What follows belongs to an exercise in optimizing a design on an open flow for small area, a short achievable clock period and few clock cycles per item; a production flow would make more cautious choices. In this exercise RTL edits were held to simulation tests only and were not proved equivalent to the original.

==> flow/design.v, too long to show whole: its modules and the start of the top module <==
// module rs_encoder: 1027 lines
// module rs_front: 234 lines
// module rs_decoder: 101 lines
// module rs_group_codec: 76 lines
module rs_group_codec (
    input  wire         clk,
    input  wire         rst_n,         
    input  wire         in_valid,
    output wire         in_ready,
    input  wire         in_op,         
    input  wire [255:0] in_data,
    input  wire [23:0]  in_check,      
    input  wire [31:0]  in_addr,       
    output reg          out_valid,
    input  wire         out_ready,
    output wire [255:0] out_data,
    output wire [23:0]  out_check,
    output wire [1:0]   out_status,
    output wire [5:0]   out_pos
);
  // ...
==> flow/flow/run.sh <==
#!/bin/bash
set -euo pipefail
MARGIN=$(cat flow/margin.txt)
bash standard.sh \
  "BUFFER_PORTS_ARGS=-buffer_cell sky130_fd_sc_hd__buf_1" \
  "SETUP_SLACK_MARGIN=$MARGIN" \
  finish > standard.log 2>&1
==> flow/flow/margin.txt <==
7
==> flow/standard.sh <==
#!/bin/bash
# synth_recipe.tcl (not shown) runs the flow's synth.tcl, then flattens the netlist and writes it again
# the make line also repeats each setting of config.mk as NAME=value (left out here)
make -C /OpenROAD-flow-scripts/flow DESIGN_CONFIG=/design/flow/config.mk WORK_HOME=/design/flow/orfs CLKGATE_MAP_FILE= SYNTH_SCRIPT=/design/flow/synth_recipe.tcl "${@:-finish}"
==> flow/config.mk <==
export PLATFORM = sky130hd
export DESIGN_NAME = rs_group_codec
export DESIGN_NICKNAME = rs_group_codec
export VERILOG_FILES = /design/flow/design.v
export SDC_FILE = /design/flow/constraint.sdc
export NUM_CORES = 4
export LEC_CHECK = 0
export CAP_MARGIN = 20
export CORE_AREA = 5 5 265 265
export DIE_AREA = 0 0 270 270
export PLACE_DENSITY = 0.6
export SLEW_MARGIN = 20
==> flow/constraint.sdc <==
create_clock -name core_clock -period 15.0 [get_ports {clk}]
set_input_delay 3.0000 -clock core_clock [delete_from_list [all_inputs] [get_ports {clk}]]
set_output_delay 3.0000 -clock core_clock [all_outputs]
set_load 0.01 [all_outputs]
==> results_dict.tcl, run 1 <==
set metrics [dict create \
    dp_hpwl_mm 121 \
    hold_depth 2 \
    place_area_um2 32600 \
    layout-drive-gt1-share_pct 12.6 \
    top_register "data_q" \
    finalMaxSlewViolations 0 \
    status "finished clean" \
    clock_buffers 46 \
    syn-cell-area_um2 28800 \
    slew_headroom_pct 23.2 \
    drt-initial-drc-count 3434 \
    synth_compound_area_share_pct 2.32 \
    portBuffers 606 \
    worstMarginPinSlew_ps 1150 \
    routed.top_layer "met5" \
    synth_top_family_by_area "XOR/XNOR gates" \
    top_regs "data_q x256, check_q x24" \
    crit_start "in_data[196]" \
    crit_buf_inv 1 \
    dr.pass1.iters 5 \
    synth_fa_ha_area_share_pct 0.740 \
    synth_xor_area_share_pct 53.3 \
    nFlopsAndLatches 307 \
    busiest_layer "met2" \
    crit_family "XOR/XNOR gates" \
    synthMostInstantiatedCell "xnor2_1" \
    fp-row-count 95 \
    r2r-start "out_valid$_SDFFE_PN0P_" \
    wl_per_cell_um 34.5 \
    yosys.area.top_type "xnor2_1" \
    async_flop_share_pct 0 \
    path_depth 15 \
    regArea_um2 9210 \
]
Testbench counts, summed over its fixed seeds: cycles 9,608, items 9,600.
==> inputs of run 2 (changes only) <==
--- a/flow/config.mk
+++ b/flow/config.mk
@@ -6,7 +6,7 @@
 export NUM_CORES = 4
 export LEC_CHECK = 0
 export CAP_MARGIN = 20
-export CORE_AREA = 5 5 265 265
-export DIE_AREA = 0 0 270 270
-export PLACE_DENSITY = 0.6
+export CORE_AREA = 5 5 235 235
+export DIE_AREA = 0 0 240 240
+export PLACE_DENSITY = 0.65
 export SLEW_MARGIN = 20
==> run 2 against run 1 <==
Effect of this change:
- maximum frequency decreased by 0.53%
- clock skew up 18 ps
- still clean
- critical endpoint is now check_q[1]$_DFFE_PP_
- cell count decreased by 4.6%
- wire length shrank 9.9%
- core utilization up 14 points
- synthesized cell count is the same
==> results_dict.tcl, run 2 <==
set metrics [dict create \
    status "finished clean" \
    die_w_um 240 \
    min_from "out_valid$_SDFFE_PN0P_" \
    drc 0 \
    yosysSeqAreaShare_pct 32.0 \
    setup_ws_ps 6990 \
    worstPathMaxFanout 12 \
    gp_congestion 1.10 \
    antenna_left 0 \
    hold_viol_final 0 \
    ys_top_cells_by_count "xnor2_1, nand2_1, edfxtp_1, xor2_1, nor2_1" \
    synth.area.top_cells "xnor2_1, edfxtp_1, xnor3_1" \
    grt.overflow.total 0 \
    clock-skew-final_ps 29.2 \
    numCtsBuffers 36 \
    cp.required_ps 15290 \
    hp-class "flip-flop to flip-flop" \
    syn-cell-area_um2 28800 \
    synth.distinct_cells 69 \
    top_regs "data_q x256, check_q x24" \
    async_flop_share_pct 0 \
    r2r-start "out_valid$_SDFFE_PN0P_" \
    fmaxAchievable_mhz 125 \
    post-route-cell-area_um2 34600 \
    syn_nets 3026 \
    regToRegSetupSlack_ps 12290 \
    synth_edf_count 306 \
    setup_viol 0 \
    r2r_end "data_q[9]$_DFFE_PP_" \
    fillers 4176 \
    largest_reg_flops 256 \
    place_area_um2 32200 \
    crit_path_end_kind "flip-flop" \
    rsz0062_at_grt "yes" \
    cts_root_buffer "clkbuf_16" \
    cts_tree "built" \
    clkSlewWorstSetupHoldPaths_ps 60 \
    final_common_cell "xnor2_1" \
    crit_chain "buf_1 -> xor2_1 -> xnor2_1 -> xnor2_1 -> xor2_1 -> xnor2_1 -> xnor2_1 -> xnor2_2 -> xnor2_1 -> xnor2_1 -> xnor2_1 -> xnor2_1 -> nor2_1 -> xor2_1" \
    grt_max_degree 166 \
    ys_ff_latch 307 \
    portBuffers 606 \
    fp-row-count 84 \
    clock_latency_ps 590 \
    tns_ps 0 \
    slew_headroom_pct 15.4 \
    min_period_over_period_pct 53.4 \
    finalMaxSlewViolations 0 \
    hold_depth 2 \
    synth_cells 2692 \
    initial_utilization_pct 54.8 \
    slowest_stage "xor2_1" \
    synth_top_area_share_pct 34.3 \
    wl_per_cell_um 32.6 \
    yosys.area.top_type "xnor2_1" \
    worst-setup-path-type "input pin to flip-flop" \
    syn2layout_area_growth_pct 20.5 \
    io_pins 607 \
    yosys_warnings 3 \
    dr.pass1.iters 6 \
    drv_cap 0 \
    dpl_worst_slack_ps 5310 \
    grt_pass1_vias 23200 \
    layout-drive-gt1-share_pct 10.8 \
    crit_top_cell "xnor2_1" \
    die-area_um2 57600 \
    final_cell_mix "xnor2_1, buf_1, nand2_1, edfxtp_1, xor2_1" \
    max_stage_delay_ps 760 \
    synth_ff_type "edfxtp_1" \
    crit_arrival_ps 8290 \
    synthMostInstantiatedCell "xnor2_1" \
    totalWireLength_mm 133 \
    cts_sinks 307 \
    htree_levels 2 \
    dp_hpwl_mm 107 \
    track_usage_pct 44.5 \
    dieHeight_um 240 \
    r2r_cells 3 \
    vias 24400 \
    worstMarginPinSlew_ps 1270 \
    grt_pass1_wl_mm 179 \
    min_period_ps 8010 \
    synth_area_per_cell_um2 10.7 \
    worstSetupStartpointType "input pin" \
    crit_family "XOR/XNOR gates" \
    antenna_found_initial 7 \
    final_nets 3697 \
    vias_per_cell 5.98 \
    crit_buf_inv 1 \
    hold_path_end "out_valid$_SDFFE_PN0P_" \
    top_register "data_q" \
    drt-initial-drc-count 3386 \
    core_area_um2 52400 \
    cts_buffer_depth 3 \
]
-- run 2: cell type report --
cell class / instances / area [um2] / area share, %
multi-input combinational: 2272 / 20000 / 57.8
sequential: 307 / 9210 / 26.6
timing repair buffer: 716 / 3250 / 9.37
clock buffer: 42 / 923 / 2.67
tap: 688 / 861 / 2.48
clock inverter: 24 / 234 / 0.675
inverter: 30 / 120 / 0.347
antenna: 5 / 12.5 / 0.0361
-- run 2: metal layers --
layer	track usage, %	wire length (um)
met4	23.6	9060
met2	66.0	56800
met3	13.1	18800
met1	59.2	48600
met5	0	17
-- run 2: worst max-delay path by stage --
stage,startpoint,end,slack (ps),cells past startpoint
3_5_place_dp,in_data[13],inv0_q[7]$_DFFE_PP_,5310,19
2_1_floorplan,in_data[243],inv0_q[5]$_DFFE_PP_,7060,22
5_1_grt,in_addr[19],inv0_q[1]$_DFFE_PP_,6950,20
3_3_place_gp,in_data[13],inv0_q[5]$_DFFE_PP_,5230,19
4_1_cts,in_data[160],inv0_q[7]$_DFFE_PP_,7000,22
6_report,in_data[103],check_q[1]$_DFFE_PP_,6990,14
-- run 2: cells by family after synthesis --
group                      count (synthesis)  synth area share [%]
xor gates and xnor gates                1507                  53.3
and+or+nand+nor                          626                  8.99
DFF                                      307                  32.0
buffers and inverters                    114                  1.56
AOI/OAI and AO/OA                         94                  2.32
muxes                                     27                  1.05
adders and majority gates                 17                 0.740
-- run 2: what timing repair did --
action	CTS	global route
resized for setup	63	93
cloned	1	0
setup buffers	27	22
pin swaps	11	14
hold buffers	0	0
endpoints found under the setup margin	57	112
-- run 2: through the flow --
| step | util (%) | hold WS (ps) | instances |
|---|---|---|---|
| after floorplan | - | 609 | 2692 |
| after global placement | 61.5 | 517 | 3961 |
| after detailed placement | 61.5 | 553 | 3962 |
| after CTS | 64.8 | 563 | 4056 |
| after global routing | 66.1 | 606 | 4082 |
| final | 66.1 | 559 | 4084 |
-- run 2: worst min-delay path, stage by stage (launching register included) --
cell	delay [ps]
dfxtp_1	310
nand2b_1	110
a21boi_0	90
==> inputs of run 3 (changes only) <==
==> flow/flow/margin.txt (replaced) <==
7.5
==> run 3 against run 2 <==
Effect of this change:
- critical path depth up 9
- clock-buffer cell count up 4
- die area unchanged
- largest cell class unchanged
- critical endpoint is now inv0_q[5]$_DFFE_PP_
- global-route usage up 2.2 points
==> results_dict.tcl, run 3 <==
set metrics [dict create \
    synth.area.top_cells "xnor2_1, edfxtp_1, xnor3_1" \
    dp.cells 3957 \
    synth_area_per_cell_um2 10.7 \
    gp_congestion 1.15 \
    place_area_um2 32400 \
    async_flop_share_pct 0 \
    drv_cap 0 \
    cp.required_ps 15320 \
    track_usage_pct 46.7 \
    finalNonFillerCells 4213 \
    totalWireLength_mm 142 \
    max_stage_delay_ps 520 \
    worst-setup-path-type "input pin to flip-flop" \
    syn-cell-area_um2 28800 \
    worstSetupStartpointType "input pin" \
    yosys_warnings 3 \
    grt.overflow.total 0 \
    core_area_um2 52400 \
    finalMaxSlewViolations 0 \
    numCtsBuffers 37 \
    rsz0062_at_grt "yes" \
    syn2layout_area_growth_pct 30.4 \
    fillers 3785 \
    htree_levels 2 \
    worstMarginPinSlew_ps 1200 \
    yosysSeqAreaShare_pct 32.0 \
    io_pins 607 \
    initial_utilization_pct 54.8 \
    final_cell_mix "xnor2_1, buf_1, nand2_1, edfxtp_1, buf_4" \
    ys_ff_latch 307 \
    layout-drive-gt1-share_pct 20.8 \
    synth_top_area_share_pct 34.3 \
    dr.pass1.iters 9 \
    clock_latency_ps 580 \
    fmaxAchievable_mhz 127 \
    final_common_cell "xnor2_1" \
    yosys.area.top_type "xnor2_1" \
    grt_pass1_wl_mm 187 \
    antenna_left 0 \
    post-route-cell-area_um2 37500 \
    syn_nets 3026 \
    portBuffers 606 \
    fp-row-count 84 \
    synth_edf_count 306 \
    grt_pass1_vias 24200 \
    slew_headroom_pct 20.1 \
    worstPathMaxFanout 13 \
    top_regs "data_q x256, check_q x24" \
    vias_per_cell 6.08 \
    hp-class "flip-flop to flip-flop" \
    cts_root_buffer "clkbuf_16" \
    grt_max_degree 163 \
    min_period_over_period_pct 52.3 \
    dp_hpwl_mm 110 \
    synth_ff_type "edfxtp_1" \
    cts_tree "built" \
    largest_reg_flops 256 \
    clkSlewWorstSetupHoldPaths_ps 60 \
    clock-skew-final_ps 24.8 \
    wl_per_cell_um 33.7 \
    vias 25600 \
    die-area_um2 57600 \
    cts_sinks 307 \
    drc 0 \
    min_period_ps 7850 \
    drt-initial-drc-count 3845 \
    die_w_um 240 \
    dieHeight_um 240 \
    antenna_found_initial 6 \
    synth_cells 2692 \
    cts_buffer_depth 3 \
    hold_viol_final 0 \
    crit_arrival_ps 8170 \
    slowest_stage "xnor2_2" \
    final_nets 3828 \
    crit_chain "buf_1 -> xnor2_2 -> xnor2_1 -> xnor3_1 -> xnor3_1 -> buf_8 -> xnor2_2 -> xnor3_2 -> clkinv_4 -> ha_4 -> xnor2_2 -> xnor3_1 -> xor2_2 -> buf_4 -> buf_6 -> buf_4 -> mux2_4 -> mux2i_4 -> buf_12 -> xor2_1 -> mux2i_1 -> a21oi_1 -> xnor2_1" \
    ys_top_cells_by_count "xnor2_1, nand2_1, edfxtp_1, xor2_1, nor2_1" \
    top_register "data_q" \
    setup_viol 0 \
    synth.distinct_cells 69 \
    crit_path_end_kind "flip-flop" \
    fin_hold_ws_ps 543 \
    tns_ps 0 \
    status "finished clean" \
    synthMostInstantiatedCell "xnor2_1" \
]
-- run 3: cell counts after synthesis --
Identical to the previous run, type by type.
-- run 3: final timing paths --
check,startpoint,to,slack (ps),cells after the start
hold / removal,out_valid$_SDFFE_PN0P_,out_valid$_SDFFE_PN0P_,540,2
setup reg to reg,out_valid$_SDFFE_PN0P_,data_q[26]$_DFFE_PP_,12290,3
setup / recovery,in_data[234],inv0_q[5]$_DFFE_PP_,7150,23
hold reg to reg,out_valid$_SDFFE_PN0P_,out_valid$_SDFFE_PN0P_,540,2
-- run 3: cell type report --
cell class / instances / area [um2] / share of cell area, %
multi-input combinational: 2273 / 21400 / 57.2
clock inverter: 21 / 201 / 0.537
clock buffer: 46 / 970 / 2.59
tap: 688 / 861 / 2.30
antenna: 3 / 7.51 / 0.0200
inverter: 30 / 159 / 0.424
timing repair buffer: 845 / 4650 / 12.4
sequential: 307 / 9210 / 24.6
-- run 3: cell families (layout without fill, tap and decap cells) --
kind of cell,count (synthesis),after routing,share of synthesized area (%)
adders and majority gates,17,17,0.740
xor gates and xnor gates,1507,1509,53.3
and+or+nand+nor,626,626,8.99
muxes,27,27,1.05
DFF,307,307,32.0
other,0,3,0
AOI/OAI and AO/OA,94,94,2.32
buffers and inverters,114,942,1.56
-- run 3: what timing repair did --
item | 4_1_cts | 5_1_grt
pin swaps | 69 | 67
hold buffers | 0 | 0
setup buffers | 94 | 86
cloned | 2 | 4
endpoints found under the setup margin | 283 | 186
gates resized for setup | 288 | 194
-- run 3: through the flow --
stage	setup slack, ps	util [%]
after floorplan	7400	-
after global placement	5530	61.8
after detailed placement	5510	61.8
after CTS	7320	68.3
after global routing	7090	71.5
final	7150	71.5
-- run 3: worst max-delay path: cells and delay by family --
| family | cells | cell delay [ps] |
|---|---|---|
| adder cells (fa/ha/maj) | 1 | 150 |
| AO/OA/AOI/OAI | 1 | 190 |
| XOR/XNOR | 11 | 2970 |
| multiplexers | 3 | 750 |
| buffers and inverters | 7 | 1070 |
-- run 3: per-layer routing --
| layer | GRT usage [%] | wire length (um) |
|---|---|---|
| met1 | 60.1 | 49200 |
| met2 | 70.3 | 60800 |
| met3 | 16.1 | 21800 |
| met4 | 23.5 | 9970 |
| met5 | 0.421 | 92 |
==> inputs of run 4 (changes only) <==
==> flow/flow/margin.txt (replaced) <==
7
--- a/flow/config.mk
+++ b/flow/config.mk
@@ -7,6 +7,7 @@
 export LEC_CHECK = 0
 export CAP_MARGIN = 20
 export CORE_AREA = 5 5 235 235
+export CTS_BUF_LIST = sky130_fd_sc_hd__clkbuf_8
 export DIE_AREA = 0 0 240 240
 export PLACE_DENSITY = 0.65
 export SLEW_MARGIN = 20
==> run 4 against run 3 <==
Effect of this change:
- clock skew barely moved
- largest cell class unchanged
- synthesized cell count did not move
- first-iteration DRC count fell by 9.0%
- critical endpoint is now check_q[1]$_DFFE_PP_
- register-to-register slack barely moved
- core utilization fell by 5.5 points
- critical path depth fell by 8
- worst hold slack improved by 21 ps
- die area did not move
- setup slack got worse by 110 ps
==> results_dict.tcl, run 4 <==
set metrics [dict create \
    synth_area_per_cell_um2 10.7 \
    worstMarginPinSlew_ps 1150 \
    track_usage_pct 44.4 \
    final_common_cell "xnor2_1" \
    met3_length_mm 19.2 \
    dpl_worst_slack_ps 5310 \
    rsz0062_at_grt "yes" \
    antenna_found_initial 8 \
    cts-hold-fix-buffers 0 \
    antenna_left 0 \
    dr.pass1.iters 5 \
    crit_chain "buf_1 -> xnor3_1 -> xnor2_1 -> xnor2_1 -> xnor2_1 -> xnor2_1 -> xnor3_1 -> xnor2_2 -> xnor2_1 -> xnor2_1 -> xnor2_1 -> xnor2_1 -> xnor2_1 -> nor2_1 -> xor2_1" \
    crit_top_cell "xnor2_1" \
    hp-class "flip-flop to flip-flop" \
    io_pins 607 \
    worst-setup-path-type "input pin to flip-flop" \
    setup_ws_ps 7040 \
    crit_arrival_ps 8370 \
    yosys.area.top_type "xnor2_1" \
    grt_pass1_vias 23200 \
    max_stage_delay_ps 890 \
    syn-cell-area_um2 28800 \
    synth_edf_count 306 \
    gp_congestion 1.10 \
    wl_met2_mm 57.4 \
    tns_ps 0 \
    initial_utilization_pct 54.8 \
    setup_viol 0 \
    finalMaxSlewViolations 0 \
    min_period_ps 7960 \
    fp-row-count 84 \
    synth.distinct_cells 69 \
    clock-skew-final_ps 25.2 \
    clock_latency_ps 680 \
    vias 24600 \
    dieHeight_um 240 \
    crit_buf_inv 1 \
    cp.required_ps 15410 \
    min_period_over_period_pct 53.1 \
    drt-initial-drc-count 3500 \
    yosys_warnings 3 \
    synth_ff_type "edfxtp_1" \
    grt_max_degree 166 \
    grt.overflow.total 0 \
    vias_per_cell 5.97 \
    portBuffers 606 \
    totalWireLength_mm 133 \
    synth_top_area_share_pct 34.3 \
    drc 0 \
    status "finished clean" \
    fillers 4206 \
    crit_start "in_data[207]" \
    wl_per_cell_um 32.4 \
    clkSlewWorstSetupHoldPaths_ps 60 \
    drv_cap 0 \
    wl_met1_mm 48.1 \
    ys_top_cells_by_count "xnor2_1, nand2_1, edfxtp_1, xor2_1, nor2_1" \
    synthMostInstantiatedCell "xnor2_1" \
    top_regs "data_q x256, check_q x24" \
    layout-drive-gt1-share_pct 11.1 \
    numCtsBuffers 54 \
    ys_ff_latch 307 \
    worstSetupStartpointType "input pin" \
    final_nets 3718 \
    async_flop_share_pct 0 \
    die-area_um2 57600 \
    synth.area.top_cells "xnor2_1, edfxtp_1, xnor3_1" \
    dp_hpwl_mm 107 \
    synth_cells 2692 \
    fmaxAchievable_mhz 126 \
    cts_buffer_depth 3 \
    hold_viol_final 0 \
    min_from "out_valid$_SDFFE_PN0P_" \
    slowest_stage "xnor2_2" \
    crit_family "XOR/XNOR gates" \
    worstPathMaxFanout 13 \
    yosysSeqAreaShare_pct 32.0 \
    die_w_um 240 \
    htree_levels 2 \
    cts_sinks 307 \
    r2r-start "out_valid$_SDFFE_PN0P_" \
    grt_pass1_wl_mm 179 \
    syn_nets 3026 \
    syn2layout_area_growth_pct 20.3 \
    cts_root_buffer "clkbuf_8" \
    routed.top_layer "met5" \
    largest_reg_flops 256 \
    top_register "data_q" \
    core_area_um2 52400 \
    final_cell_mix "xnor2_1, buf_1, nand2_1, edfxtp_1, xor2_1" \
    slew_headroom_pct 23.6 \
    cts_tree "built" \
    crit_path_end_kind "flip-flop" \
]
==> run 4: logic make-up (layout without fill, tap and decap cells) <==
family | count (synthesis) | after routing | share of synthesized area [%]
AOI/OAI and AO/OA | 94 | 94 | 2.32
xor gates and xnor gates | 1507 | 1508 | 53.3
adders and majority gates | 17 | 17 | 0.740
buffers and inverters | 114 | 847 | 1.56
DFF | 307 | 307 | 32.0
muxes | 27 | 27 | 1.05
other | 0 | 5 | 0
and+or+nand+nor | 626 | 626 | 8.99
==> run 4: through the flow <==
step                hold slack (ps)  std cells  utilization [%]  area [um2]
floorplan                       609       2692                -       28800
global placement                517       3961             61.5       32200
detailed placement              553       3962             61.5       32200
CTS                             564       4086             64.6       33900
global route                    609       4118             66.0       34600
finish                          565       4119             66.0       34600
==> run 4: per-layer routing <==
metal / global-route usage (%) / up-vias
met3: 11.5 / 381
li1: - / 10200
met2: 66.4 / 2047
met5: 0 / -
met1: 60.1 / 12000
met4: 22.4 / 2
==> run 4: final cells by class <==
class / count / area [um2] / share of cell area (%)
antenna: 5 / 12.5 / 0.0362
clock buffer: 54 / 743 / 2.15
clock inverter: 44 / 374 / 1.08
inverter: 30 / 120 / 0.347
multi-input combinational: 2272 / 20000 / 57.8
sequential: 307 / 9210 / 26.6
tap: 688 / 861 / 2.49
timing repair buffer: 719 / 3300 / 9.53
==> run 4: path summary, 6_finish.rpt <==
kind | end | slack, ps | cells after the start
max | check_q[1]$_DFFE_PP_ | 7040 | 15
min | out_valid$_SDFFE_PN0P_ | 560 | 2
max reg2reg | data_q[4]$_DFFE_PP_ | 12300 | 3
min reg2reg | out_valid$_SDFFE_PN0P_ | 560 | 2
==> run 4: tightest hold or removal path: cells and delay by family (launching register included) <==
| kind | cells | cell delay, ps |
|---|---|---|
| flops | 1 | 310 |
| simple gates | 1 | 110 |
| compound gates | 1 | 90 |
==> run 4: timing repair <==
item / CTS / global route
gates resized for setup: 51 / 99
gates cloned: 1 / 0
setup buffers: 25 / 27
pin swaps: 8 / 25
setup endpoints to repair: 117 / 107
==> inputs of run 5 (changes only) <==
==> flow/flow/margin.txt (replaced) <==
6.75
==> run 5 against run 4 <==
Effect of this change:
- maximum frequency fell by 3.6%
- global-route usage rose by 0.77 points
- critical path type unchanged
- critical endpoint is now single_q$_DFFE_PP_
- clock-buffer cell count fell by 1
- core utilization fell by 0.31 points
- worst hold slack improved by 17 ps
==> results_dict.tcl, run 5 <==
set metrics [dict create \
    gp_congestion 1.08 \
    worst-setup-path-type "input pin to flip-flop" \
    dieHeight_um 240 \
    initial_utilization_pct 54.8 \
    grt_pass1_vias 23600 \
    finalNonFillerCells 4127 \
    vias 24700 \
    syn-cell-area_um2 28800 \
    synth_ff_type "edfxtp_1" \
    die-area_um2 57600 \
    hold_viol_final 0 \
    synthMostInstantiatedCell "xnor2_1" \
    clock_latency_ps 680 \
    final_common_cell "xnor2_1" \
    r2r_cells 3 \
    synth.distinct_cells 69 \
    fillers 4204 \
    synth_edf_count 306 \
    cts_tree "built" \
    drt-initial-drc-count 3519 \
    dp.cells 3969 \
    yosysSeqAreaShare_pct 32.0 \
    antenna_found_initial 11 \
    antenna_left 0 \
    dpl_worst_slack_ps 4950 \
    synth_top_area_share_pct 34.3 \
    worstSetupStartpointType "input pin" \
    synth.area.top_cells "xnor2_1, edfxtp_1, xnor3_1" \
    syn2layout_area_growth_pct 19.8 \
    clkSlewWorstSetupHoldPaths_ps 70 \
    final_cell_mix "xnor2_1, buf_1, nand2_1, edfxtp_1, xor2_1" \
    htree_levels 2 \
    worstMarginPinSlew_ps 1250 \
    syn_nets 3026 \
    yosys.area.top_type "xnor2_1" \
    crit_arrival_ps 8650 \
    status "finished clean" \
    wl_per_cell_um 33.0 \
    largest_reg_flops 256 \
    regToRegSetupSlack_ps 12420 \
    io_pins 607 \
    cts_sinks 307 \
    rsz0062_at_grt "yes" \
    vias_per_cell 5.99 \
    ys_ff_latch 307 \
    synth_area_per_cell_um2 10.7 \
    numCtsBuffers 53 \
    r2r_end "data_q[11]$_DFFE_PP_" \
    r2r-start "out_valid$_SDFFE_PN0P_" \
    grt_pass1_wl_mm 181 \
    top_regs "data_q x256, check_q x24" \
    worstPathMaxFanout 12 \
    hold_path_end "out_valid$_SDFFE_PN0P_" \
    min_period_over_period_pct 55.1 \
    clock-skew-final_ps 34.6 \
    layout-drive-gt1-share_pct 10.2 \
    min_period_ps 8260 \
    drc 0 \
    totalWireLength_mm 136 \
    setup_viol 0 \
    ys_top_cells_by_count "xnor2_1, nand2_1, edfxtp_1, xor2_1, nor2_1" \
    grt_max_degree 176 \
    tns_ps 0 \
    dp_hpwl_mm 110 \
    min_from "out_valid$_SDFFE_PN0P_" \
    fp-row-count 84 \
    async_flop_share_pct 0 \
    die_w_um 240 \
    synth_cells 2692 \
    setup_ws_ps 6740 \
    drv_cap 0 \
    yosys_warnings 3 \
    core_area_um2 52400 \
    final_nets 3718 \
    cp.required_ps 15390 \
    finalMaxSlewViolations 0 \
    top_register "data_q" \
    fmaxAchievable_mhz 121 \
    hp-class "flip-flop to flip-flop" \
    crit_path_end_kind "flip-flop" \
    cts_buffer_depth 3 \
    hold_depth 2 \
    portBuffers 606 \
    slew_headroom_pct 16.5 \
    cts_root_buffer "clkbuf_8" \
    track_usage_pct 45.2 \
    dr.pass1.iters 7 \
    grt.overflow.total 0 \
    cts-hold-fix-buffers 0 \
]
==> run 5: worst max-delay path: stages <==
cell	delay (ps)
buf_1	130
xnor2_1	720
xnor3_1	610
xnor2_1	670
xor2_1	300
xnor2_1	170
xnor2_1	140
buf_4	250
inv_1	120
ha_1	340
xnor2_1	350
xor2_1	220
nand2_1	130
xnor3_1	370
xnor2_1	170
nor3_1	190
nand4_1	170
nor3_1	560
==> run 5: routing by layer <==
metal | wire [um] | part of all wire (%) | global-route usage [%] | vias up
met5 | 76 | 0.056 | 0 | -
met4 | 8950 | 6.6 | 23.5 | 10
met3 | 19700 | 14 | 13.2 | 443
met2 | 58700 | 43 | 67.7 | 2213
met1 | 48700 | 36 | 59.8 | 11900
li1 | - | - | - | 10200
==> run 5: layout make-up <==
cell class / instances / area, um2 / area share (%)
multi-input combinational: 2273 / 19900 / 57.8
sequential: 307 / 9210 / 26.7
timing repair buffer: 719 / 3220 / 9.35
tap: 688 / 861 / 2.50
clock buffer: 53 / 729 / 2.12
clock inverter: 46 / 380 / 1.10
inverter: 30 / 118 / 0.341
antenna: 11 / 27.5 / 0.0799
==> run 5: how the worst max path moves through the flow <==
stage,startpoint,end,slack [ps],cells past startpoint
after floorplan,in_addr[1],inv0_q[2]$_DFFE_PP_,6790,21
after global placement,in_data[13],inv0_q[5]$_DFFE_PP_,4980,19
after detailed placement,in_data[13],inv0_q[1]$_DFFE_PP_,4950,19
after CTS,in_data[252],inv0_q[2]$_DFFE_PP_,6750,22
after global routing,inv0_q[7]$_DFFE_PP_,out_status[1],6630,15
final,in_data[223],single_q$_DFFE_PP_,6740,18
==> run 5: per-stage QoR <==
stage / instance area [um2] / hold WS, ps / util, %
final: 34400 / 582 / 65.7
after detailed placement: 32300 / 564 / 61.6
after global routing: 34400 / 636 / 65.7
after global placement: 32300 / 516 / 61.5
after CTS: 33700 / 572 / 64.3
after floorplan: 28800 / 609 / -
==> run 5: timing repair <==
action	4_1_cts	5_1_grt
pin swaps	5	21
resized for setup	34	77
setup buffers	16	29
gates cloned	0	2
setup endpoints to repair	21	57
==> run 5: kinds of logic (layout without fill, tap and decap cells) <==
family,count (synthesis),in the layout,share of synthesized area (%)
compound gates,94,94,2.32
xor+xnor,1507,1509,53.3
fa+ha+maj,17,17,0.740
buf+inv,114,848,1.56
flops,307,307,32.0
mux,27,27,1.05
other cells,0,11,0
simple gates,626,626,8.99
==> inputs of run 6 (changes only) <==
==> flow/flow/margin.txt (replaced) <==
7.25
==> run 6 against run 5 <==
Effect of this change:
- synthesized area stayed put
- register-to-register slack got worse by 570 ps
- non-clock buffer count up 43
- setup slack improved by 440 ps
- maximum frequency increased by 5.6%
- clock-buffer cell count rose by 2
- global-route usage up 0.70 points
==> results_dict.tcl, run 6 <==
set metrics [dict create \
    slew_headroom_pct 28.2 \
    drv_cap 0 \
    syn_nets 3026 \
    clock_latency_ps 670 \
    synth_edf_count 306 \
    vias_per_cell 6.00 \
    die-area_um2 57600 \
    yosys.area.top_type "xnor2_1" \
    core_area_um2 52400 \
    hold_viol_final 0 \
    cts_root_buffer "clkbuf_8" \
    cp.required_ps 15390 \
    synth_top_family_by_area "XOR/XNOR gates" \
    synth_fa_ha_area_share_pct 0.740 \
    setup_ws_ps 7180 \
    max_stage_delay_ps 560 \
    largest_reg_flops 256 \
    grt.overflow.total 0 \
    grt_max_degree 83 \
    slowest_stage "xnor3_1" \
    ys_ff_latch 307 \
    synth_cells 2692 \
    dp.cells 3962 \
    crit_family "XOR/XNOR gates" \
    layout-drive-gt1-share_pct 15.4 \
    track_usage_pct 45.9 \
    numCtsBuffers 53 \
    synthMostInstantiatedCell "xnor2_1" \
    finalMaxSlewViolations 0 \
    final_cell_mix "xnor2_1, buf_1, nand2_1, edfxtp_1, xor2_1" \
    synth_ff_type "edfxtp_1" \
    cts_buffer_depth 3 \
    drt-initial-drc-count 3624 \
    synth_compound_area_share_pct 2.32 \
    crit_path_end_kind "flip-flop" \
    final_nets 3761 \
    cts_sinks 307 \
    vias 25000 \
    cts_tree "built" \
    antenna_left 0 \
    antenna_found_initial 10 \
    synth.distinct_cells 69 \
    min_period_ps 7820 \
    synth_top_area_share_pct 34.3 \
    worstSetupStartpointType "input pin" \
    crit_arrival_ps 8210 \
    syn2layout_area_growth_pct 23.7 \
    final_common_cell "xnor2_1" \
    clock-skew-final_ps 19.5 \
    portBuffers 606 \
    r2r_end "data_q[4]$_DFFE_PP_" \
    hold_depth 2 \
    synth_area_per_cell_um2 10.7 \
    syn-cell-area_um2 28800 \
    clkSlewWorstSetupHoldPaths_ps 60 \
    fp-row-count 84 \
    yosys.area_share.simple_pct 8.99 \
    hold_path_end "out_valid$_SDFFE_PN0P_" \
    min_from "out_valid$_SDFFE_PN0P_" \
    ys_top_cells_by_count "xnor2_1, nand2_1, edfxtp_1, xor2_1, nor2_1" \
    finalNonFillerCells 4166 \
    dpl_worst_slack_ps 5400 \
    die_w_um 240 \
    initial_utilization_pct 54.8 \
    r2r-start "out_valid$_SDFFE_PN0P_" \
    r2r_cells 4 \
    synth.area.top_cells "xnor2_1, edfxtp_1, xnor3_1" \
    gp_congestion 1.11 \
    dieHeight_um 240 \
    grt_pass1_vias 23700 \
    grt_pass1_wl_mm 184 \
    rsz0062_at_grt "yes" \
    yosys_warnings 3 \
    drc 0 \
    tns_ps 0 \
    worstPathMaxFanout 12 \
    muxShareOfSynthArea_pct 1.05 \
    crit_chain "buf_1 -> xnor3_1 -> xor3_1 -> xnor3_1 -> xnor2_1 -> xnor2_1 -> xnor2_1 -> xor2_1 -> buf_4 -> xnor2_1 -> xnor2_1 -> xnor2_1 -> xnor2_1 -> xnor2_1 -> nor2_1 -> xor2_1" \
    crit_top_cell "xnor2_1" \
    dp_hpwl_mm 110 \
    status "finished clean" \
    worst-setup-path-type "input pin to flip-flop" \
    wl_per_cell_um 33.2 \
    crit_buf_inv 2 \
    fmaxAchievable_mhz 128 \
    hp-class "flip-flop to flip-flop" \
    dr.pass1.iters 7 \
    regToRegSetupSlack_ps 11850 \
    top_regs "data_q x256, check_q x24" \
    setup_viol 0 \
    synth_xor_area_share_pct 53.3 \
    io_pins 607 \
    fin_hold_ws_ps 539 \
    top_register "data_q" \
    htree_levels 2 \
    async_flop_share_pct 0 \
    worstMarginPinSlew_ps 1080 \
    totalWireLength_mm 138 \
    yosysSeqAreaShare_pct 32.0 \
    min_period_over_period_pct 52.1 \
]
## run 6: cell types whose count changed in the layout (fill, tap and decap cells not counted), moves of 13 or more
cell	before	now
inv_1	26	40
buf_1	589	539
clkbuf_2	15	41
xnor2_1	1083	1034
xor2_1	214	199
xnor2_2	45	82
buf_4	104	147
clkinv_1	22	9
buf_2	2	21
## run 6: worst max-delay path by stage
stage | slack [ps] | from | cells after the start | to
floorplan | 7260 | in_data[153] | 21 | inv0_q[2]$_DFFE_PP_
finish | 7180 | in_data[111] | 16 | check_q[22]$_DFFE_PP_
detailed placement | 5400 | in_data[13] | 19 | inv0_q[5]$_DFFE_PP_
global route | 7180 | in_data[137] | 22 | inv0_q[7]$_DFFE_PP_
CTS | 7110 | inv0_q[3]$_DFFE_PP_ | 12 | out_data[63]
global placement | 5550 | in_data[13] | 19 | inv0_q[5]$_DFFE_PP_
## run 6: cell families (layout without fill, tap and decap cells)
logic type | count (synthesis) | count (layout)
adders and majority gates | 17 | 17
other | 0 | 10
AOI/OAI and AO/OA | 94 | 94
muxes | 27 | 28
xor gates and xnor gates | 1507 | 1508
DFF | 307 | 307
buffers and inverters | 114 | 888
and+or+nand+nor | 626 | 626
## run 6: cell type report
class                           instances  area (um2)
Sequential cell                       307        9210
Antenna cell                           10        25.0
Clock buffer                           55         757
Inverter                               30         128
Timing Repair Buffer                  762        3660
Multi-Input combinational cell       2273       20700
Clock inverter                         41         215
Tap cell                              688         861
Fill cell                            4036       16900
## run 6: metrics by stage
step	cell area, um2	utilization [%]
4_1_cts	34300	65.5
5_1_grt	35600	67.8
3_5_place_dp	32300	61.6
3_3_place_gp	32300	61.6
6_report	35600	67.8
2_1_floorplan	28900	-
## run 6: what timing repair did
action / 4_1_cts / 5_1_grt
hold buffers: 0 / 0
resized for setup: 129 / 167
buffers inserted: 40 / 56
gates cloned: 1 / 1
endpoints found under the setup margin: 251 / 109
pin swaps: 22 / 49
## run 6: worst reg2reg max path, delay by kind of cell (launching register included)
family                 cells  cell delay [ps]
buffers and inverters      2             1900
and+or+nand+nor            2              500
DFF                        1              310
## run 6: per-layer routing
layer | up-vias | track usage (%) | share of wire, %
met1 | 12000 | 60.2 | 36
met5 | - | 0 | 0.025
li1 | 10300 | - | -
met4 | 4 | 21.3 | 6.3
met2 | 2255 | 69.8 | 43
met3 | 428 | 14.5 | 15
==> inputs of run 7 (changes only) <==
==> flow/flow/margin.txt (replaced) <==
7
--- a/flow/config.mk
+++ b/flow/config.mk
@@ -11,3 +11,4 @@
 export DIE_AREA = 0 0 240 240
 export PLACE_DENSITY = 0.65
 export SLEW_MARGIN = 20
+export TNS_END_PERCENT = 5
==> run 7 against run 6 <==
Effect of this change:
- register-to-register slack worse by 120 ps
- still clean on timing, DRC and antenna
- die area stayed put
- wire length is 1.1% lower
- synthesized area stayed put
- critical path depth is 4 lower
- final area is 4.3% lower
==> results_dict.tcl, run 7 <==
set metrics [dict create \
    cts_tree "built" \
    crit_arrival_ps 5270 \
    final_cell_mix "xnor2_1, buf_1, nand2_1, edfxtp_1, xor2_1" \
    r2r-start "out_valid$_SDFFE_PN0P_" \
    clock_latency_ps 680 \
    cts_root_buffer "clkbuf_8" \
    gp_congestion 1.12 \
    clock-skew-final_ps 26.8 \
    drt-initial-drc-count 3963 \
    drv_cap 0 \
    dr.pass1.iters 8 \
    syn_nets 3026 \
    antenna_found_initial 9 \
    crit_start "inv0_q[2]$_DFFE_PP_" \
    async_flop_share_pct 0 \
    synth_top_area_share_pct 34.3 \
    grt_pass1_vias 23600 \
    vias 24700 \
    top_register "data_q" \
    antenna_left 0 \
    die_w_um 240 \
    yosys_warnings 3 \
    place_area_um2 32200 \
    syn-cell-area_um2 28800 \
    initial_utilization_pct 54.8 \
    syn2layout_area_growth_pct 18.3 \
    post-route-cell-area_um2 34000 \
    synth.distinct_cells 69 \
    final_nets 3690 \
    worstPathMaxFanout 8 \
    synth_area_per_cell_um2 10.7 \
    post-route-util_pct 64.9 \
    worst-setup-path-type "flip-flop to output port" \
    core_area_um2 52400 \
    slew_headroom_pct 21.5 \
    fp-row-count 84 \
    rsz0062_at_grt "yes" \
    yosysSeqAreaShare_pct 32.0 \
    wl_per_cell_um 33.4 \
    dp_hpwl_mm 110 \
    grt.overflow.total 0 \
    ys_ff_latch 307 \
    cts_sinks 307 \
    htree_levels 2 \
    numCtsBuffers 53 \
    fmaxAchievable_mhz 121 \
    cp.required_ps 12000 \
    drc 0 \
    synth.area.top_cells "xnor2_1, edfxtp_1, xnor3_1" \
    synthMostInstantiatedCell "xnor2_1" \
    totalWireLength_mm 137 \
    synth_edf_count 306 \
    setup_viol 0 \
    yosys.area.top_type "xnor2_1" \
    die-area_um2 57600 \
    synth_cells 2692 \
    synth_ff_type "edfxtp_1" \
    track_usage_pct 45.5 \
    clkSlewWorstSetupHoldPaths_ps 60 \
    min_period_ps 8270 \
    worstMarginPinSlew_ps 1170 \
    grt_max_degree 79 \
    worstSetupStartpointType "flip-flop" \
    crit_path_end_kind "output port" \
    hold_viol_final 0 \
    portBuffers 606 \
    largest_reg_flops 256 \
    grt_pass1_wl_mm 182 \
    cts_buffer_depth 3 \
    finalMaxSlewViolations 0 \
    min_period_over_period_pct 55.1 \
    final_common_cell "xnor2_1" \
    layout-drive-gt1-share_pct 8.83 \
    min_from "out_valid$_SDFFE_PN0P_" \
    tns_ps 0 \
    hp-class "flip-flop to flip-flop" \
    io_pins 607 \
    ys_top_cells_by_count "xnor2_1, nand2_1, edfxtp_1, xor2_1, nor2_1" \
    status "finished clean" \
    vias_per_cell 6.03 \
    top_regs "data_q x256, check_q x24" \
    dieHeight_um 240 \
]
## run 7: cell families after synthesis
group,count (synthesis),synth area share [%]
AO/OA/AOI/OAI,94,2.32
XOR/XNOR,1507,53.3
adder cells (fa/ha/maj),17,0.740
buffers and inverters,114,1.56
flip-flops,307,32.0
multiplexers,27,1.05
AND/OR/NAND/NOR,626,8.99
## run 7: per-layer routing
metal | up-vias | routed length [um] | track usage [%]
met5 | - | 132 | 0
met4 | 12 | 8880 | 22.6
met3 | 459 | 20300 | 13.6
met2 | 2226 | 58900 | 68.8
met1 | 11800 | 48500 | 59.8
li1 | 10100 | - | -
## run 7: path summary, 6_finish.rpt
check	to	slack, ps	depth (start not counted)
setup reg to reg	data_q[171]$_DFFE_PP_	11730	4
hold / removal	out_valid$_SDFFE_PN0P_	570	2
setup / recovery	out_data[167]	6730	12
hold reg to reg	out_valid$_SDFFE_PN0P_	570	2
## run 7: repair_timing
item                                    CTS  global route
pin swaps                                 8             6
buffers inserted                         15             9
resized for setup                        60            28
cloned                                    0             1
endpoints found under the setup margin  105           155
hold buffers                              0             0
## run 7: cell type report
class	count	area [um2]
Antenna cell	6	15.0
Clock buffer	55	757
Clock inverter	42	277
Fill cell	4211	18400
Inverter	30	118
Multi-Input combinational cell	2272	19800
Sequential cell	307	9210
Tap cell	688	861
Timing Repair Buffer	692	2990
## run 7: critical path: stages, from the launching register on
cell and delay, ps:
edfxtp_1 550, buf_4 220, xnor2_1 150, a21oi_1 100
xnor2_1 370, xor2_1 140, xnor2_1 610, nand2b_1 360
or2_2 470, nor3_4 960, nand2_1 270, xnor2_1 240
buf_1 180
## run 7: metrics by stage
step | hold slack, ps | instances | setup slack [ps]
after floorplan | 609 | 2692 | 6610
after global placement | 514 | 3961 | 4930
after detailed placement | 570 | 3961 | 4860
after CTS | 581 | 4073 | 6670
after global routing | 618 | 4089 | 6720
final | 572 | 4092 | 6730
==> inputs of run 8 (changes only) <==
--- a/flow/config.mk
+++ b/flow/config.mk
@@ -9,6 +9,6 @@
 export CORE_AREA = 5 5 235 235
 export CTS_BUF_LIST = sky130_fd_sc_hd__clkbuf_8
 export DIE_AREA = 0 0 240 240
+export GPL_ROUTABILITY_DRIVEN = 0
 export PLACE_DENSITY = 0.65
 export SLEW_MARGIN = 20
-export TNS_END_PERCENT = 5
==> run 8 against run 7 <==
Effect of this change:
- still clean on timing, DRC and antenna
- non-clock buffer count rose by 15
- core utilization is 0.44 points higher
==> results_dict.tcl, run 8 <==
set metrics [dict create \
    wl_per_cell_um 31.3 \
    syn_nets 3026 \
    grt_max_degree 162 \
    synth_top_area_share_pct 34.3 \
    top_register "data_q" \
    htree_levels 2 \
    r2r_cells 3 \
    initial_utilization_pct 54.8 \
    grt_pass1_vias 23200 \
    synth_edf_count 306 \
    yosysSeqAreaShare_pct 32.0 \
    top_regs "data_q x256, check_q x24" \
    antenna_found_initial 13 \
    numCtsBuffers 52 \
    drv_cap 0 \
    crit_arrival_ps 8380 \
    io_pins 607 \
    synth.area.top_cells "xnor2_1, edfxtp_1, xnor3_1" \
    vias 24400 \
    crit_path_end_kind "flip-flop" \
    syn-cell-area_um2 28800 \
    track_usage_pct 42.5 \
    final_common_cell "xnor2_1" \
    fillers 4355 \
    drt-initial-drc-count 3604 \
    totalWireLength_mm 128 \
    fin_hold_ws_ps 543 \
    grtUsageMet3_pct 14.4 \
    status "finished clean" \
    gr-usage-met2_pct 63.1 \
    fp-row-count 84 \
    setup_viol 0 \
    slew_headroom_pct 19.7 \
    clkSlewWorstSetupHoldPaths_ps 60 \
    slowest_stage "xnor3_1" \
    dr.pass1.iters 8 \
    die_w_um 240 \
    cts-hold-fix-buffers 0 \
    cts_sinks 307 \
    hold_viol_final 0 \
    hp-class "flip-flop to flip-flop" \
    grt.overflow.total 0 \
    crit_chain "buf_1 -> xor2_1 -> xnor2_1 -> xor3_1 -> xnor3_1 -> xnor2_2 -> buf_6 -> inv_4 -> xnor3_1 -> ha_1 -> xnor3_1 -> xnor2_4 -> mux2_2 -> mux2i_4 -> inv_2 -> a221o_1 -> a221oi_2 -> xnor2_1" \
    final_nets 3704 \
    clock-skew-final_ps 20.1 \
    cts_buffer_depth 3 \
    max_stage_delay_ps 510 \
    hold_depth 2 \
    drc 0 \
    ys_ff_latch 307 \
    min_from "out_valid$_SDFFE_PN0P_" \
    dieHeight_um 240 \
    synth.distinct_cells 69 \
    cts_tree "built" \
    synth_cells 2692 \
    portBuffers 606 \
    dp_hpwl_mm 103 \
    fmaxAchievable_mhz 125 \
    worst-setup-path-type "input pin to flip-flop" \
    yosys_warnings 3 \
    syn2layout_area_growth_pct 19.1 \
    worstSetupStartpointType "input pin" \
    tns_ps 0 \
    min_period_ps 7990 \
    cts_root_buffer "clkbuf_8" \
    dp.cells 3958 \
    layout-drive-gt1-share_pct 10.4 \
    largest_reg_flops 256 \
    yosys.area.top_type "xnor2_1" \
    async_flop_share_pct 0 \
    die-area_um2 57600 \
    synth_ff_type "edfxtp_1" \
    crit_top_cell "xnor3_1" \
    use_met1_pct 54.5 \
    r2r_end "s1c_q[3]$_DFFE_PP_" \
    ys_top_cells_by_count "xnor2_1, nand2_1, edfxtp_1, xor2_1, nor2_1" \
    min_period_over_period_pct 53.3 \
    final_cell_mix "xnor2_1, buf_1, nand2_1, edfxtp_1, xor2_1" \
    vias_per_cell 5.95 \
    multi_input_area_um2 20000 \
    synth_area_per_cell_um2 10.7 \
    grt_pass1_wl_mm 172 \
    regArea_um2 9210 \
    cp.required_ps 15390 \
    rsz0062_at_grt "yes" \
    synthMostInstantiatedCell "xnor2_1" \
    clock_latency_ps 650 \
    busiest_layer "met2" \
    regToRegSetupSlack_ps 12320 \
    antenna_left 0 \
    worstPathMaxFanout 26 \
    hold_path_end "out_valid$_SDFFE_PN0P_" \
    finalMaxSlewViolations 0 \
    finalNonFillerCells 4104 \
    worstMarginPinSlew_ps 1210 \
    core_area_um2 52400 \
    r2r-start "out_valid$_SDFFE_PN0P_" \
]
## run 8: cell count changes in the layout (fill, tap and decap cells not counted), sizes merged
cell    delta
buf        -9
bufinv     -2
clkbuf    +22
clkinv     -1
diode      +1
inv        +1
## run 8: worst max path at each step
stage,from,to,slack [ps],depth (start not counted)
2_1_floorplan,in_data[243],inv0_q[5]$_DFFE_PP_,7060,22
3_3_place_gp,in_data[13],inv0_q[5]$_DFFE_PP_,5090,19
3_5_place_dp,in_data[13],inv0_q[6]$_DFFE_PP_,5260,18
4_1_cts,in_data[136],inv0_q[5]$_DFFE_PP_,7000,21
5_1_grt,inv0_q[1]$_DFFE_PP_,out_data[215],6950,12
6_report,in_data[197],inv0_q[7]$_DFFE_PP_,7010,18
## run 8: layout make-up
type	instances	area share (%)
multi-input combinational	2272	58.3
sequential	307	26.9
timing repair buffer	707	9.16
tap	688	2.51
clock buffer	53	2.13
clock inverter	40	0.577
inverter	30	0.343
antenna	7	0.0511
## run 8: per-layer routing
metal  vias up  wire [um]
met4         8       9150
met5         -         47
met2      2101      54900
met1     11700      44700
li1      10200          -
met3       461      19400
## run 8: repair_timing
action / 4_1_cts / 5_1_grt
setup buffers: 17 / 28
setup endpoints to repair: 26 / 136
pin swaps: 6 / 25
gates resized for setup: 37 / 105
cloned: 0 / 1
## run 8: logic make-up (layout without fill, tap and decap cells)
| family | count (synthesis) | count (layout) | synth area share (%) |
|---|---|---|---|
| AO/OA/AOI/OAI | 94 | 94 | 2.32 |
| XOR/XNOR | 1507 | 1508 | 53.3 |
| adder cells (fa/ha/maj) | 17 | 17 | 0.740 |
| buffers and inverters | 114 | 830 | 1.56 |
| flip-flops | 307 | 307 | 32.0 |
| multiplexers | 27 | 27 | 1.05 |
| other | 0 | 7 | 0 |
| AND/OR/NAND/NOR | 626 | 626 | 8.99 |
## run 8: metrics by stage
step	util [%]	setup WS, ps	area [um2]
finish	65.3	7010	34300
floorplan	-	7060	28800
detailed placement	61.4	5260	32200
global placement	61.4	5090	32200
global route	65.3	6950	34300
CTS	63.9	7000	33500
## run 8: critical path: cells and delay by family
kind / cells / cell delay (ps)
fa+ha+maj: 1 / 230
compound gates: 2 / 580
mux: 2 / 630
buf+inv: 4 / 990
xor+xnor: 9 / 2920
==> inputs of run 9 (changes only) <==
--- a/flow/config.mk
+++ b/flow/config.mk
@@ -10,5 +10,5 @@
 export CTS_BUF_LIST = sky130_fd_sc_hd__clkbuf_8
 export DIE_AREA = 0 0 240 240
 export GPL_ROUTABILITY_DRIVEN = 0
-export PLACE_DENSITY = 0.65
+export PLACE_DENSITY = 0.8
 export SLEW_MARGIN = 20
==> run 9 against run 8 <==
Effect of this change:
- still clean on timing, DRC and antenna
- global-route usage fell by 0.077 points
- flip-flop and latch count unchanged
- die area is the same
- critical path type unchanged
==> results_dict.tcl, run 9 <==
set metrics [dict create \
    status "finished clean" \
    setup_viol 0 \
    hp-class "flip-flop to flip-flop" \
    worstMarginPinSlew_ps 1250 \
    syn_nets 3026 \
    track_usage_pct 42.4 \
    synth.distinct_cells 69 \
    numCtsBuffers 54 \
    grt.overflow.total 0 \
    min_from "out_valid$_SDFFE_PN0P_" \
    regToRegSetupSlack_ps 12320 \
    vias 25500 \
    async_flop_share_pct 0 \
    r2r_end "data_q[190]$_DFFE_PP_" \
    die-area_um2 57600 \
    syn2layout_area_growth_pct 19.9 \
    slew_headroom_pct 15.7 \
    htree_levels 2 \
    synth_ff_type "edfxtp_1" \
    clock_latency_ps 700 \
    synth_edf_count 306 \
    die_w_um 240 \
    syn-cell-area_um2 28800 \
    synth.area.top_cells "xnor2_1, edfxtp_1, xnor3_1" \
    crit_arrival_ps 8470 \
    core_area_um2 52400 \
    synth_top_area_share_pct 34.3 \
    yosys.area.top_type "xnor2_1" \
    antenna_left 0 \
    grt_pass1_vias 23400 \
    cts_tree "built" \
    hold_path_end "out_valid$_SDFFE_PN0P_" \
    tns_ps 0 \
    cts_root_buffer "clkbuf_8" \
    hold_viol_final 0 \
    synth_area_per_cell_um2 10.7 \
    drt-initial-drc-count 4366 \
    initial_utilization_pct 54.8 \
    crit_path_end_kind "flip-flop" \
    final_cell_mix "xnor2_1, buf_1, nand2_1, edfxtp_1, xor2_1" \
    dieHeight_um 240 \
    fillers 4132 \
    final_nets 3712 \
    drv_cap 0 \
    final_common_cell "xnor2_1" \
    clkSlewWorstSetupHoldPaths_ps 50 \
    totalWireLength_mm 130 \
    wl_per_cell_um 31.6 \
    worstSetupStartpointType "input pin" \
    top_register "data_q" \
    rsz0062_at_grt "yes" \
    yosysSeqAreaShare_pct 32.0 \
    io_pins 607 \
    dp_hpwl_mm 103 \
    r2r_cells 3 \
    cts-hold-fix-buffers 0 \
    ys_top_cells_by_count "xnor2_1, nand2_1, edfxtp_1, xor2_1, nor2_1" \
    top_regs "data_q x256, check_q x24" \
    fmaxAchievable_mhz 124 \
    grt_max_degree 164 \
    vias_per_cell 6.19 \
    worst-setup-path-type "input pin to flip-flop" \
    worstPathMaxFanout 26 \
    synth_cells 2692 \
    r2r-start "out_valid$_SDFFE_PN0P_" \
    clock-skew-final_ps 54.1 \
    ys_ff_latch 307 \
    grt_pass1_wl_mm 171 \
    drc 0 \
    cp.required_ps 15390 \
    cts_buffer_depth 3 \
    antenna_found_initial 15 \
    cts_sinks 307 \
    yosys_warnings 3 \
    layout-drive-gt1-share_pct 11.0 \
    min_period_over_period_pct 53.9 \
    finalMaxSlewViolations 0 \
    hold_depth 2 \
    largest_reg_flops 256 \
    dr.pass1.iters 7 \
    portBuffers 606 \
    fp-row-count 84 \
    synthMostInstantiatedCell "xnor2_1" \
    min_period_ps 8080 \
]
[run 9: through the flow]
step	setup WS [ps]	hold WS (ps)	cell area (um2)	utilization (%)	instances
after floorplan	7060	609	28800	-	2692
after global placement	5560	530	32200	61.4	3959
after detailed placement	5650	588	32200	61.4	3959
after CTS	6940	595	33600	64.0	4071
after global routing	6880	622	34500	65.7	4111
final	6920	601	34500	65.8	4119
[run 9: logic make-up after synthesis]
| group | after synthesis | share of synthesized area, % |
|---|---|---|
| AO/OA/AOI/OAI | 94 | 2.32 |
| XOR/XNOR | 1507 | 53.3 |
| adder cells (fa/ha/maj) | 17 | 0.740 |
| buffers and inverters | 114 | 1.56 |
| flip-flops | 307 | 32.0 |
| multiplexers | 27 | 1.05 |
| AND/OR/NAND/NOR | 626 | 8.99 |
[run 9: metal layers]
metal	vias up	part of all wire [%]	GRT usage, %
li1	10200	-	-
met1	12000	33	51.9
met2	2594	41	61.0
met3	715	16	15.9
met4	12	9.6	31.5
met5	-	0.10	0.842
[run 9: cell type report]
type	count	area (um2)	area share [%]
clock buffers	55	757	2.19
repair buffers	712	3200	9.29
well taps	688	861	2.50
multi-input cells	2273	20000	58.1
diodes	14	35.0	0.102
flip-flops and latches	307	9210	26.7
inverters	30	120	0.348
clock inverters	40	263	0.762
[run 9: timing repair]
item,CTS,global route
cloned,0,2
setup endpoints to repair,13,80
buffers inserted,17,32
gates resized for setup,38,115
pin swaps,4,21
[run 9: critical path: stages]
cell	delay, ps
buf_1	310
xor2_2	280
xnor2_2	170
xor3_1	480
xnor3_1	420
xnor2_2	140
buf_4	260
inv_4	260
xnor3_1	530
ha_1	270
xnor2_1	270
xnor2_1	170
xnor2_2	380
buf_4	210
mux2i_2	340
mux2i_2	220
a221o_1	400
a221oi_2	240
xnor2_1	100
[run 9: worst max path at each step]
| stage | from | to | slack [ps] | cells past startpoint |
|---|---|---|---|---|
| 2_1_floorplan | in_data[243] | inv0_q[5]$_DFFE_PP_ | 7060 | 22 |
| 3_3_place_gp | in_data[13] | inv0_q[5]$_DFFE_PP_ | 5560 | 19 |
| 3_5_place_dp | in_data[188] | inv0_q[1]$_DFFE_PP_ | 5650 | 21 |
| 4_1_cts | inv0_q[3]$_DFFE_PP_ | out_data[68] | 6940 | 11 |
| 5_1_grt | in_data[212] | inv0_q[6]$_DFFE_PP_ | 6880 | 24 |
| 6_report | in_data[117] | inv0_q[7]$_DFFE_PP_ | 6920 | 19 |
==> inputs of run 10 (changes only) <==
--- a/flow/config.mk
+++ b/flow/config.mk
@@ -9,6 +9,5 @@
 export CORE_AREA = 5 5 235 235
 export CTS_BUF_LIST = sky130_fd_sc_hd__clkbuf_8
 export DIE_AREA = 0 0 240 240
-export GPL_ROUTABILITY_DRIVEN = 0
 export PLACE_DENSITY = 0.8
 export SLEW_MARGIN = 20
==> run 10 against run 9 <==
Effect of this change:
- first-iteration DRC count decreased by 14%
- critical path type unchanged
- maximum frequency is 1.5% higher
- flip-flop and latch count is the same
- wire length rose by 4.3%
- worst hold slack worse by 10 ps
==> results_dict.tcl, run 10 <==
set metrics [dict create \
    cts_buffer_depth 3 \
    worstPathMaxFanout 4 \
    io_pins 607 \
    htree_levels 2 \
    fmaxAchievable_mhz 126 \
    synth.area.top_cells "xnor2_1, edfxtp_1, xnor3_1" \
    initial_utilization_pct 54.8 \
    grt.overflow.total 0 \
    syn-cell-area_um2 28800 \
    min_period_over_period_pct 53.1 \
    yosys_warnings 3 \
    drv_cap 0 \
    synth_ff_type "edfxtp_1" \
    regArea_um2 9210 \
    hold_viol_final 0 \
    min_period_ps 7960 \
    syn2layout_area_growth_pct 19.9 \
    drt-initial-drc-count 3740 \
    multi_input_area_um2 20100 \
    grt_max_degree 76 \
    setup_viol 0 \
    place_area_um2 32300 \
    cts_tree "built" \
    core_area_um2 52400 \
    grt_pass1_vias 23100 \
    wl_per_cell_um 33.0 \
    cts_sinks 307 \
    synth_edf_count 306 \
    top_register "data_q" \
    grt_pass1_wl_mm 181 \
    yosysSeqAreaShare_pct 32.0 \
    synth_area_per_cell_um2 10.7 \
    layout-drive-gt1-share_pct 11.1 \
    fp-row-count 84 \
    async_flop_share_pct 0 \
    track_usage_pct 45.3 \
    ys_top_cells_by_count "xnor2_1, nand2_1, edfxtp_1, xor2_1, nor2_1" \
    finalMaxSlewViolations 0 \
    synthMostInstantiatedCell "xnor2_1" \
    final_cell_mix "xnor2_1, buf_1, nand2_1, edfxtp_1, xor2_1" \
    die_w_um 240 \
    status "finished clean" \
    dp_hpwl_mm 110 \
    clock_latency_ps 690 \
    ys_ff_latch 307 \
    synth_top_area_share_pct 34.3 \
    crit_arrival_ps 8360 \
    totalWireLength_mm 136 \
    antenna_left 0 \
    numCtsBuffers 52 \
    crit_path_end_kind "flip-flop" \
    post-route-cell-area_um2 34500 \
    vias 24700 \
    vias_per_cell 6.00 \
    fillers 4228 \
    rsz0062_at_grt "no" \
    drc 0 \
    clkSlewWorstSetupHoldPaths_ps 60 \
    worst-setup-path-type "input pin to flip-flop" \
    worstSetupStartpointType "input pin" \
    yosys.area.top_type "xnor2_1" \
    top_regs "data_q x256, check_q x24" \
    dr.pass1.iters 6 \
    gp_congestion 1.06 \
    largest_reg_flops 256 \
    final_nets 3714 \
    portBuffers 606 \
    syn_nets 3026 \
    final_common_cell "xnor2_1" \
    cts_root_buffer "clkbuf_8" \
    die-area_um2 57600 \
    worstMarginPinSlew_ps 1240 \
    hp-class "flip-flop to flip-flop" \
    synth_cells 2692 \
    dieHeight_um 240 \
    cp.required_ps 15400 \
    clock-skew-final_ps 29.1 \
    slew_headroom_pct 16.7 \
    tns_ps 0 \
    dpl_worst_slack_ps 5380 \
    antenna_found_initial 15 \
    setup_ws_ps 7040 \
    synth.distinct_cells 69 \
]
-- run 10: cell types whose count changed in the layout (fill, tap and decap cells not counted), moves of 4 or more --
cell / delta
mux2i_1: +4
xnor2_2: -7
xnor2_4: +4
xor2_1: -4
mux2i_2: -4
buf_4: +4
-- run 10: stage by stage --
stage          instances  utilization [%]  hold WS, ps
2_1_floorplan       2692                -          609
4_1_cts             4077             64.1          577
6_report            4122             65.8          591
3_5_place_dp        3971             61.6          569
3_3_place_gp        3970             61.6          553
5_1_grt             4112             65.7          629
-- run 10: what timing repair did --
action | 4_1_cts | 5_1_grt
cloned | 0 | 1
resized for setup | 41 | 121
pin swaps | 6 | 32
endpoints found under the setup margin | 62 | 122
hold buffers | 0 | 0
buffers inserted | 15 | 26
-- run 10: layer usage --
layer	global-route usage (%)	up-vias	part of all wire [%]
met5	0	-	0.041
met4	24.8	8	6.9
met3	14.1	487	15
met2	66.7	2218	43
met1	59.8	11800	35
li1	-	10200	-
-- run 10: path summary, 6_finish.rpt --
check / start / endpoint / slack, ps / depth (start not counted)
max: in_data[128] / inv0_q[7]$_DFFE_PP_ / 7040 / 22
min: out_valid$_SDFFE_PN0P_ / out_valid$_SDFFE_PN0P_ / 590 / 2
max reg2reg: out_valid$_SDFFE_PN0P_ / check_q[1]$_DFFE_PP_ / 10910 / 5
min reg2reg: out_valid$_SDFFE_PN0P_ / out_valid$_SDFFE_PN0P_ / 590 / 2
-- run 10: cells by family (layout without fill, tap and decap cells) --
family	count (synthesis)	after routing	share of synthesized area, %
XOR/XNOR	1507	1508	53.3
AND/OR/NAND/NOR	626	626	8.99
flip-flops	307	307	32.0
buffers and inverters	114	838	1.56
AO/OA/AOI/OAI	94	94	2.32
multiplexers	27	27	1.05
adder cells (fa/ha/maj)	17	17	0.740
other	0	17	0
-- run 10: final cells by class --
cell class | count | share of cell area (%)
Inverter | 30 | 0.348
Timing Repair Buffer | 717 | 9.37
Clock buffer | 53 | 2.11
Antenna cell | 17 | 0.123
Sequential cell | 307 | 26.7
Multi-Input combinational cell | 2272 | 58.3
Clock inverter | 38 | 0.580
Tap cell | 688 | 2.50
-- run 10: worst max-delay path: stages --
cell and delay [ps]:
buf_1 490, xor2_1 410, xnor2_1 150, xnor2_1 220, xnor2_1 180, xnor3_2 450
ha_1 330, xor2_1 170, xnor3_2 470, inv_2 90, ha_2 190, xnor2_2 120
xnor3_1 280, xor2_2 300, ha_2 250, nor2_1 40, mux2_2 280, mux2i_4 220
inv_2 80, a221o_1 310, a221oi_2 250, xnor2_1 100

what the ideal ports hide:
In the flow no input, the clock included, has a driving cell. The finished layouts below were timed again as built, in two steps. Step 1 assumes that a clkbuf_16 drives the clock port and a buf_2 every other input. Step 2 also shifts input and output timing later by t, the mid clock arrival at the registers, as if the neighbouring blocks saw the same clock. Three values: no drivers, after step 1, after step 2; two values: the first two.
run	shift t [ns]	setup WS [ns]	cell pins on the clock port's net
run 1	0.625	7.034 / 7.062 / 6.437	1
run 2	0.633	6.992 / 6.974 / 6.391	1
run 3	0.635	7.150 / 7.185 / 6.550	1
run 4	0.735	7.038 / 7.035 / 6.330	1
run 5	0.716	6.742 / 6.743 / 6.056	1
run 6	0.710	7.180 / 7.209 / 6.499	1
run 7	0.716	6.732 / 6.675 / 6.082	1
run 8	0.707	7.010 / 7.023 / 6.316	1
run 9	0.731	6.921 / 6.934 / 6.221	1
run 10	0.722	7.040 / 6.996 / 6.346	1
After both steps every run listed still meets setup and hold. For run 4, which loses most, drivers alone change the setup slack by -0.003 ns; drivers and shift together by -0.708 ns.
